Background: an optimization exercise with open tools, aiming at small area. Do not read the settings as production practice. Function was checked by simulation only, so behaviour that the tests miss may differ from the original. Power figures rest on the tool's default switching activity, not on a simulated workload.

## flow/design.v (module list and top-level ports; edited modules follow where they fit)
// module agdel_lane_dec: 737 lines
// module agdel_g_inv: 3 lines
// module agdel_g_nand2: 3 lines
// module agdel_g_nor2: 3 lines
// module agdel_g_nand3: 3 lines
// module agdel_g_nand4: 3 lines
// module agdel_g_and2: 3 lines
// module agdel_g_or2: 3 lines
// module agdel_g_and3: 3 lines
// module agdel_g_or3: 3 lines
// module agdel_g_or4: 3 lines
// module agdel_g_and4: 3 lines
// module agdel_g_nand2b: 3 lines
// module agdel_g_nand3b: 3 lines
// module agdel_g_nand4b: 3 lines
// module agdel_g_and4b: 3 lines
// module agdel_g_o21ai: 3 lines
// module agdel_g_o22ai: 3 lines
// module agdel_g_a31oi: 3 lines
// module agdel_g_a32oi: 3 lines
// module agdel_g_a311oi: 3 lines
// module agdel_g_o311ai: 3 lines
// module agdel_g_o21bai: 3 lines
// module agdel_g_a21o: 3 lines
// module agdel_g_o21a: 3 lines
// module agdel_g_a22o: 3 lines
// module agdel_g_o22a: 3 lines
// module agdel_g_a31o: 3 lines
// module agdel_g_a211o: 3 lines
// module agdel_g_a222oi: 3 lines
// module agdel_g_mux2i: 3 lines
// module agdel_g_xor2: 3 lines
// module agdel_g_xnor2: 3 lines
// module agdel_dat_rx: 1474 lines
module agdel_dat_rx (
    input  wire         clk,
    input  wire         rst,           
    input  wire [575:0] rx_data,       
    input  wire [71:0]  rx_check,      
    input  wire [1:0]   rx_frm0,       
    input  wire [1:0]   rx_frm1,       
    input  wire [8:0]   cnt_clr,       
    input  wire [3:0]   cnt_sel,       
    output reg          out_valid,     
    output reg          out_discard,   
    output reg          out_poison,    
    output reg          out_plane,     
    output reg          out_ce_frame,  
    output reg  [575:0] out_data,      
    output reg  [8:0]   out_ce,        
    output reg  [8:0]   out_uc,        
    output reg  [62:0]  out_ce_where,  
    output wire [15:0]  cnt_rd         
);
  // ...
==> flow/flow/run.sh <==
#!/bin/bash
# Standard layout, except: the port buffers are the smallest buffer cell (buf_1) instead of
# the one buffer_ports picks by default, and clock tree synthesis uses small clock buffers
# without dummy loads. ORFS keeps each step's log under orfs/logs/; make's output goes to
# flow_make.log.
set -euo pipefail
export BUFFER_PORTS_ARGS="-buffer_cell sky130_fd_sc_hd__buf_1"
export CTS_ARGS="-sink_clustering_enable -repair_clock_nets -dont_use_dummy_load -buf_list {sky130_fd_sc_hd__clkbuf_4 sky130_fd_sc_hd__clkbuf_8}"
bash standard.sh > flow_make.log 2>&1
==> flow/standard.sh <==
#!/bin/bash
# synth_recipe.tcl (not shown) runs the flow's synth.tcl, then flattens the netlist and writes it again
# the make line also repeats each setting of config.mk as NAME=value (left out here)
make -C /OpenROAD-flow-scripts/flow DESIGN_CONFIG=/design/flow/config.mk WORK_HOME=/design/flow/orfs CLKGATE_MAP_FILE= SYNTH_SCRIPT=/design/flow/synth_recipe.tcl "${@:-finish}"
==> flow/config.mk <==
export PLATFORM = sky130hd
export DESIGN_NAME = agdel_dat_rx
export DESIGN_NICKNAME = agdel_dat_rx
export VERILOG_FILES = /design/flow/design.v
export SDC_FILE = /design/flow/constraint.sdc
export NUM_CORES = 4
export LEC_CHECK = 0
export CAP_MARGIN = 0
export CORE_MARGIN = 2
export CORE_UTILIZATION = 50
export SLEW_MARGIN = 0
export SYNTH_HIERARCHICAL = 1
==> flow/constraint.sdc <==
create_clock -name core_clock -period 7.0 [get_ports {clk}]
set_input_delay 1.4000 -clock core_clock [delete_from_list [all_inputs] [get_ports {clk}]]
set_output_delay 1.4000 -clock core_clock [all_outputs]
set_load 0.01 [all_outputs]
==> results.cfg, run 1 <==
[logic_synthesis]
yosysTopAreaCellShare_pct = 36.3
ys_seq_elements = 805
yosys.area_share.simple_pct = 17.9
syn_nets = 6032
muxShareOfSynthArea_pct = 0
syn_area_um2 = 44400
synth_top_family_by_area = XOR/XNOR gates
ys.flop_type = dfxtp_1
synth_warnings = 7
synth.area.top_cells = dfxtp_1 (36%), xor2_1 (26%), xnor2_1 (11%)
synth_cells = 5365
synthXorXnorAreaFrac_pct = 37.5
synthAdderAreaFrac_pct = 0
synth_edf_count = 0
synth.distinct_cells = 24
syn_area_per_cell_um2 = 8.28
synth_common_cells = xor2_1 (1323), nand2_1 (882), dfxtp_1 (805), nor2_1 (743), xnor2_1 (577)
yosysMostFrequentCell = xor2_1
yosysTopAreaCell = dfxtp_1
ys_async_sr_fraction_pct = 0
ys_seq_area_share_pct = 36.3

[floorplan]
start_util_pct = 50.3
die_h_um = 302
rows = 109
dieWidth_um = 302

[run_status]
failed_stage = I/O pin placement
error_line = [ERROR PPL-0024] Number of IO pins (1345) exceeds maximum number of available positions (1088). Increase the die perimeter from 1208.12um to 1829.20um.
status = stopped before the end
==> inputs of run 2 (changes only) <==
--- a/flow/config.mk
+++ b/flow/config.mk
@@ -9,3 +9,3 @@
 export CORE_MARGIN = 2
-export CORE_UTILIZATION = 50
+export CORE_UTILIZATION = 30
 export SLEW_MARGIN = 0
==> run 2 against run 1 <==
  * The run now finishes clean
  * Synthesized cell count unchanged
  * Area after synthesis unchanged
==> results.cfg, run 2 <==
[global_routing]
first_global_vias = 42100
met3_usage_pct = 7.37
grt_pass1_wl_um = 293000
antenna_found_initial = 75
grt_max_degree = 17
use_met1_pct = 34.9
gr-max-usage-layer = met2
met2_usage_pct = 41.4
grt.total_usage_pct = 26.6
grt_remaining_overflow = 0

[clock_network]
htree_num_levels = 4
cts_buffer_depth = 3
cts_buffers = 149
cts_setup_buffers = 0
cts.hold.buffers_added = 0
insertion_delay_ns = 0.84
cts_resized = 0
ctsRootBufferMaster = clkbuf_8
cts_tree = done
path_clk_slew_ns = 0.06
cts_sinks = 805

[sta]
hold_violations = 0
setup_viol = 0
max_freq_mhz = 162
drv_slew = 0
fin_ws_ns = 0.833
maxSlewHeadroom_pct = 23.1
period_share_pct = 88.1
whs_ns = 0.494
skew_ns = 0.0458
tightest_slew_ns = 1.15
rsz0062_at_grt = no
min_period_ns = 6.17
setup-tns-final_ns = 0

[power]
p_seq_share_pct = 18.9
p_per_area_nw_per_um2 = 525
p_leak_nw = 22.3
internal-power_mw = 13.3
swShare_pct = 54.4
power_mw = 29.1
combPwrFrac_pct = 68.2
power_switching_mw = 15.8
power_frac_clock_pct = 12.9
ir_drop_mv = 0.305

[setup_path]
crit_type = input port to flip-flop
startpoint = rx_data[58]
required_ns = 7.70
max_stage_delay_ns = 0.51
crit_fanout = 5
worstSetupEndpoint = count[0].value[14]
worstRegToRegCells = 18
reg2reg_to = count[7].value[14]
reg2reg_slack_ns = 4.68
arrival_ns = 6.87
path_depth = 31
crit_buf_inv = 7
cp_top_family = XOR/XNOR gates
cp-end-kind = flip-flop
reg2reg_from = count[7].value[5]
critPathSlowestCell = or4_1
cp-start-kind = input port

[floorplan]
io_pins = 1345
dieArea_um2 = 151000
start_util_pct = 30.1
die_h_um = 389
dieWidth_um = 389
rows = 141
core-area_um2 = 147000

[placed_design]
dp_hpwl_um = 179000
gp_congestion = 1.07
numPortBuffers = 1344
dpl_worst_slack_ns = 0.187

[final_layout]
layout_commonest_cell = buf_1
drive_gt1_share_pct = 4.78
top_register = out_data
fill_cells = 15600
reg_top3 = out_data (576), count.value (144), out_ce_where (63)
areaGrowthSynthToFinish_pct = 24.8
largest_register_ffs = 576
nNetsFinal = 7713
mostFrequentLayoutCells = buf_1 (1344), xor2_1 (1323), nand2_1 (882), dfxtp_1 (805), nor2_1 (742)

[logic_synthesis]
syn_nets = 6032
yosysMostFrequentCell = xor2_1
synth_warnings = 7
syn_area_per_cell_um2 = 8.28
ys_seq_area_share_pct = 36.3
ys.flop_type = dfxtp_1
yosysTopAreaCellShare_pct = 36.3
synth_edf_count = 0
synth.area.top_cells = dfxtp_1 (36%), xor2_1 (26%), xnor2_1 (11%)
synth.distinct_cells = 24
ys_seq_elements = 805
yosysTopAreaCell = dfxtp_1
syn_area_um2 = 44400
synth_common_cells = xor2_1 (1323), nand2_1 (882), dfxtp_1 (805), nor2_1 (743), xnor2_1 (577)
ys_async_sr_fraction_pct = 0
synth_cells = 5365

[drt]
drt-total-wl_um = 212000
drcViolationCount = 0
vias_per_cell = 4.85
initialDrtViolationCount = 4239
via_count = 43700
ant_nets = 0
wire_per_inst_um = 23.5
drt_pass1_iterations = 7

[job]
drv_cap = 0

[worst_hold_path]
holdCritPathClass = flip-flop to flip-flop

[run_status]
status = complete, no violations
-- run 2: routing by layer --
layer  routed length (um)  share of wire, %
met5                  273              0.13
met4                 7900               3.7
met3                21400                10
met2                93800                44
met1                88100                42
-- run 2: how the worst min path moves through the flow --
stage                       startpoint                  to  slack (ns)  cells past startpoint
floorplan           count[0].value[15]  count[0].value[15]        0.45                      1
global placement    count[2].value[15]  count[2].value[15]        0.48                      1
detailed placement  count[3].value[15]  count[3].value[15]        0.49                      1
CTS                 count[3].value[15]  count[3].value[15]        0.50                      1
global route        count[2].value[10]  count[2].value[10]        0.53                      1
finish              count[5].value[15]  count[5].value[15]        0.49                      1
-- run 2: final cells by class --
cell class | instances | area, um^2 | share of cell area [%]
multi-input cells | 4145 | 26700 | 48.2
diodes | 37 | 92.6 | 0.167
inverters | 414 | 1550 | 2.80
well taps | 1930 | 2410 | 4.36
repair buffers | 1531 | 6460 | 11.7
clock buffers | 149 | 2050 | 3.70
flip-flops and latches | 805 | 16100 | 29.1
-- run 2: modules after synthesis (local to each module, per instance), a selection --
module / times used / cell area (um^2) / flip-flops and latches
agdel_dat_rx: 1 / 16100 / 805
agdel_g_a222oi: 48 / 10.0 / 0
agdel_g_a311oi: 9 / 8.76 / 0
agdel_g_a32oi: 18 / 8.76 / 0
agdel_g_and2: 9 / 6.26 / 0
agdel_g_and3: 117 / 6.26 / 0
agdel_g_and4: 9 / 8.76 / 0
agdel_g_nand4: 20 / 6.26 / 0
agdel_g_nor2: 743 / 3.75 / 0
agdel_g_o21a: 45 / 7.51 / 0
agdel_g_o21bai: 9 / 7.51 / 0
agdel_g_or2: 9 / 6.26 / 0
agdel_g_or3: 2 / 6.26 / 0
agdel_g_xnor2: 577 / 8.76 / 0
agdel_g_xor2: 1323 / 8.76 / 0
-- run 2: power by group through the flow --
| stage | sequential [mW] | combinational, mW | clock (mW) |
|---|---|---|---|
| floorplan | 5.80 | 11.4 | 0 |
| global placement | 5.58 | 19.7 | 0 |
| detailed placement | 5.58 | 19.3 | 0 |
| CTS | 5.50 | 19.5 | 3.88 |
| global route | 5.53 | 21.5 | 4.06 |
| finish | 5.50 | 19.8 | 3.76 |
-- run 2: through the flow --
step / utilization [%] / std cells / cell area, um^2
finish: 37.6 / 9011 / 55400
floorplan: - / 5365 / 44400
global route: 37.6 / 8994 / 55400
global placement: 36.2 / 8825 / 53300
detailed placement: 36.2 / 8825 / 53300
CTS: 37.6 / 8974 / 55300
-- run 2: logic make-up (layout without fill, tap and decap cells) --
kind of cell	count (synthesis)	count (layout)	share of synthesized area, %
AO/OA/AOI/OAI	311	311	4.83
flip-flops	805	805	36.3
XOR/XNOR	1900	1900	37.5
AND/OR/NAND/NOR	1934	1934	17.9
other	0	37	0
buffers and inverters	415	2094	3.52
==> inputs of run 3 (changes only) <==
==> flow/flow/run.sh (replaced) <==
#!/bin/bash
# Standard layout, except: the port buffers are the smallest buffer cell (buf_1) instead of
# the one buffer_ports picks by default; pins may sit one routing track apart, so the die can
# be smaller; and clock tree synthesis uses small clock buffers without dummy loads.
# ORFS keeps each step's log under orfs/logs/; make's output goes to flow_make.log.
set -euo pipefail
export BUFFER_PORTS_ARGS="-buffer_cell sky130_fd_sc_hd__buf_1"
export PLACE_PINS_ARGS="-min_distance 1 -min_distance_in_tracks"
export CTS_ARGS="-sink_clustering_enable -repair_clock_nets -dont_use_dummy_load -sink_clustering_size 20 -buf_list {sky130_fd_sc_hd__clkbuf_2 sky130_fd_sc_hd__clkbuf_4}"
bash standard.sh > flow_make.log 2>&1
--- a/flow/config.mk
+++ b/flow/config.mk
@@ -9,3 +9,3 @@
 export CORE_MARGIN = 2
-export CORE_UTILIZATION = 30
+export CORE_UTILIZATION = 45
 export SLEW_MARGIN = 0
==> run 3 against run 2 <==
  * First-iteration DRC count decreased by 14%
  * Critical path type unchanged
  * Highest routed layer unchanged
  * Still clean on timing, DRC and antenna
  * Largest power group unchanged
  * Global-route usage increased by 7.9 points
  * Critical endpoint unchanged
  * Wire length shrank 14%
  * Largest cell class unchanged
==> results.cfg, run 3 <==
[final_layout]
top_register = out_data
fin_cells = 8396
multi_input_area_um2 = 26700
mostFrequentLayoutCells = buf_1 (1344), xor2_1 (1323), nand2_1 (882), dfxtp_1 (805), nor2_1 (742)
seqCellArea_um2 = 16100
reg_top3 = out_data (576), count.value (144), out_ce_where (63)
fill_cells = 9799
drive_gt1_share_pct = 5.16
areaGrowthSynthToFinish_pct = 21.3
largest_register_ffs = 576
layout_commonest_cell = buf_1
nNetsFinal = 7741

[setup_path]
cp_top_family = simple AND/OR/NAND/NOR gates
cp-start-kind = input port
cp-end-kind = flip-flop
crit_type = input port to flip-flop
arrival_ns = 6.81
crit_fanout = 6
max_stage_delay_ns = 0.51
critPathSlowestCell = or4_1
required_ns = 7.99
crit_buf_inv = 7

[run_status]
status = complete, no violations

[clock_network]
htree_num_levels = 4
cts.hold.buffers_added = 0
insertion_delay_ns = 1.10
cts_setup_buffers = 0
cts_buffer_depth = 3
path_clk_slew_ns = 0.06
cts_resized = 0
cts_sinks = 805
ctsRootBufferMaster = clkbuf_4
cts_tree = done
cts_buffers = 217

[global_routing]
grt_remaining_overflow = 0
grt.total_usage_pct = 34.5
grt_pass1_wl_um = 263000
antenna_found_initial = 29
first_global_vias = 41900
grt_max_degree = 20

[sta]
period_share_pct = 83.1
setup_viol = 0
rsz0062_at_grt = no
drv_slew = 0
max_freq_mhz = 172
maxSlewHeadroom_pct = 13.2
skew_ns = 0.0740
tightest_slew_ns = 1.30
hold_violations = 0
setup-tns-final_ns = 0
min_period_ns = 5.82

[power]
power_frac_clock_pct = 11.4
p_seq_share_pct = 19.6
power_switching_mw = 15.2
p_leak_nw = 22.1
combPwrFrac_pct = 69.0
swShare_pct = 54.6
internal-power_mw = 12.6
p_per_area_nw_per_um2 = 517
ir_drop_mv = 0.261

[logic_synthesis]
synth.area.top_cells = dfxtp_1 (36%), xor2_1 (26%), xnor2_1 (11%)
yosysTopAreaCellShare_pct = 36.3
synth.distinct_cells = 24
syn_area_um2 = 44400
ys.flop_type = dfxtp_1
syn_nets = 6032
synthXorXnorAreaFrac_pct = 37.5
synth_cells = 5365
yosysMostFrequentCell = xor2_1
ys_seq_area_share_pct = 36.3
synth_warnings = 7
syn_area_per_cell_um2 = 8.28
synth_edf_count = 0
synth-compound-area-share_pct = 4.83
ys_seq_elements = 805
synth_common_cells = xor2_1 (1323), nand2_1 (882), dfxtp_1 (805), nor2_1 (743), xnor2_1 (577)
synth_top_family_by_area = XOR/XNOR gates
muxShareOfSynthArea_pct = 0
yosys.area_share.simple_pct = 17.9
yosysTopAreaCell = dfxtp_1
ys_async_sr_fraction_pct = 0
synthAdderAreaFrac_pct = 0

[drt]
drcViolationCount = 0
via_count = 43100
initialDrtViolationCount = 3635
wire_per_inst_um = 21.7
vias_per_cell = 5.14
drt-total-wl_um = 183000
ant_nets = 0
drt_pass1_iterations = 9

[worst_hold_path]
holdCritPathClass = input port to flip-flop

[floorplan]
dieWidth_um = 318
start_util_pct = 45.3
io_pins = 1345
die_h_um = 318
core-area_um2 = 98100
rows = 115
dieArea_um2 = 101000

[placed_design]
dp_hpwl_um = 148000
dp.cells = 8142
numPortBuffers = 1344
gp_congestion = 0.995

[job]
drv_cap = 0
## run 3: cell counts after synthesis
No cell type changed its count.
## run 3: path summary, 6_finish.rpt
kind                                         start            endpoint  slack, ns  cells after the start
worst min-delay path                    rx_frm1[0]           out_plane       0.43                      1
worst max register to register   count[8].value[5]  count[8].value[14]       4.68                     18
worst min register to register  count[8].value[15]  count[8].value[15]       0.50                      1
worst max-delay path                   rx_data[60]  count[0].value[14]       1.18                     30
## run 3: kinds of logic (layout without fill, tap and decap cells)
| kind of cell | count (synthesis) | after routing |
|---|---|---|
| flip-flops | 805 | 805 |
| AND/OR/NAND/NOR | 1934 | 1934 |
| other | 0 | 37 |
| XOR/XNOR | 1900 | 1900 |
| buffers and inverters | 415 | 2122 |
| AO/OA/AOI/OAI | 311 | 311 |
## run 3: per-module statistics from Yosys (local to each module, per instance), excerpt
module	flip-flops and latches	times used	area, um^2
agdel_dat_rx	805	1	16100
agdel_g_a222oi	0	48	10.0
agdel_g_a311oi	0	9	8.76
agdel_g_xnor2	0	577	8.76
agdel_g_xor2	0	1323	8.76
agdel_g_o21a	0	45	7.51
agdel_g_or2	0	9	6.26
agdel_g_and2	0	9	6.26
agdel_g_nand2b	0	36	6.26
agdel_g_a31oi	0	82	6.26
agdel_g_and3	0	117	6.26
agdel_g_nand3	0	97	5.00
agdel_g_o21ai	0	91	5.00
agdel_g_nand2	0	882	3.75
agdel_g_nor2	0	743	3.75
agdel_g_inv	0	414	3.75
## run 3: per-stage QoR
stage	instance area (um^2)	util (%)	hold slack (ns)	power (mW)	worst slack [ns]
global route	53900	54.9	0.338	29.9	0.650
global placement	52200	53.2	0.471	24.5	0.260
detailed placement	52200	53.2	0.490	24.2	0.209
finish	53900	54.9	0.434	27.8	1.18
floorplan	44400	-	0.453	17.2	1.08
CTS	53800	54.8	0.286	27.5	1.44
## run 3: area by class of cell
class | count | area share [%]
tap | 1287 | 2.99
inverter | 414 | 2.88
sequential | 805 | 29.9
timing repair buffer | 1491 | 11.4
clock buffer | 217 | 3.02
multi-input combinational | 4145 | 49.6
antenna | 37 | 0.172
## run 3: power by group through the flow
stage	Combinational [mW]	Sequential [mW]	Clock (mW)
CTS	18.8	5.45	3.28
global route	20.9	5.49	3.50
finish	19.2	5.45	3.17
global placement	18.9	5.54	0
detailed placement	18.7	5.54	0
floorplan	11.4	5.80	0
## run 3: worst reg2reg max path, stage by stage, from the launching register on
cell and delay [ns]:
dfxtp_1 0.34, inv_1 0.10, nor2_1 0.07, nand3_1 0.11
nor2_1 0.07, nand3_1 0.09, nand3_1 0.11, nor2_1 0.14
inv_1 0.09, nor2_1 0.13, inv_1 0.10, nor2_1 0.09
inv_1 0.08, nor2_1 0.11, inv_1 0.06, nor2_1 0.19
and2_1 0.18, nor2_1 0.04, o21a_1 0.10
## run 3: layer usage
layer	GRT usage, %	vias to the layer above	share of wire (%)
met4	23.4	6	7.6
met3	9.91	647	9.3
met1	41.8	20000	40
met5	1.04	-	0.038
met2	53.0	2307	43
li1	-	20200	-

-- what the ideal ports hide --
No port has a modelled driver above. Below, the same layouts with a new extraction and two added sets of constraints. Step 1: set_driving_cell puts a clkbuf_16 on clk and a buf_2 on each other input, an assumption about the parent block. Step 2 moves the port delays by t, midway between the first and last clock arrival at a register: inputs arrive t later, outputs are due t later. That takes back most of the time a late clock gives input paths. a / b / c = ideal ports / drivers / drivers and shift; a / b = the first two.
run	t, ns	setup WS [ns]	hold slack, ns	slew at the worst register clock pin (ns)	pins driven straight from the clock port
run 2	0.908	0.833 / 0.852 / -0.056	0.494 / 0.494 / 0.494	0.07 / 0.07	1
run 3	1.149	1.183 / 1.216 / 0.068	0.434 / 0.385 / 0.501	0.07 / 0.07	1
Met with ideal ports but missed after step 2: setup timing in run 2. The setup slack of run 3, which loses most, moves by +0.033 ns with the drivers and by -1.115 ns with both steps.
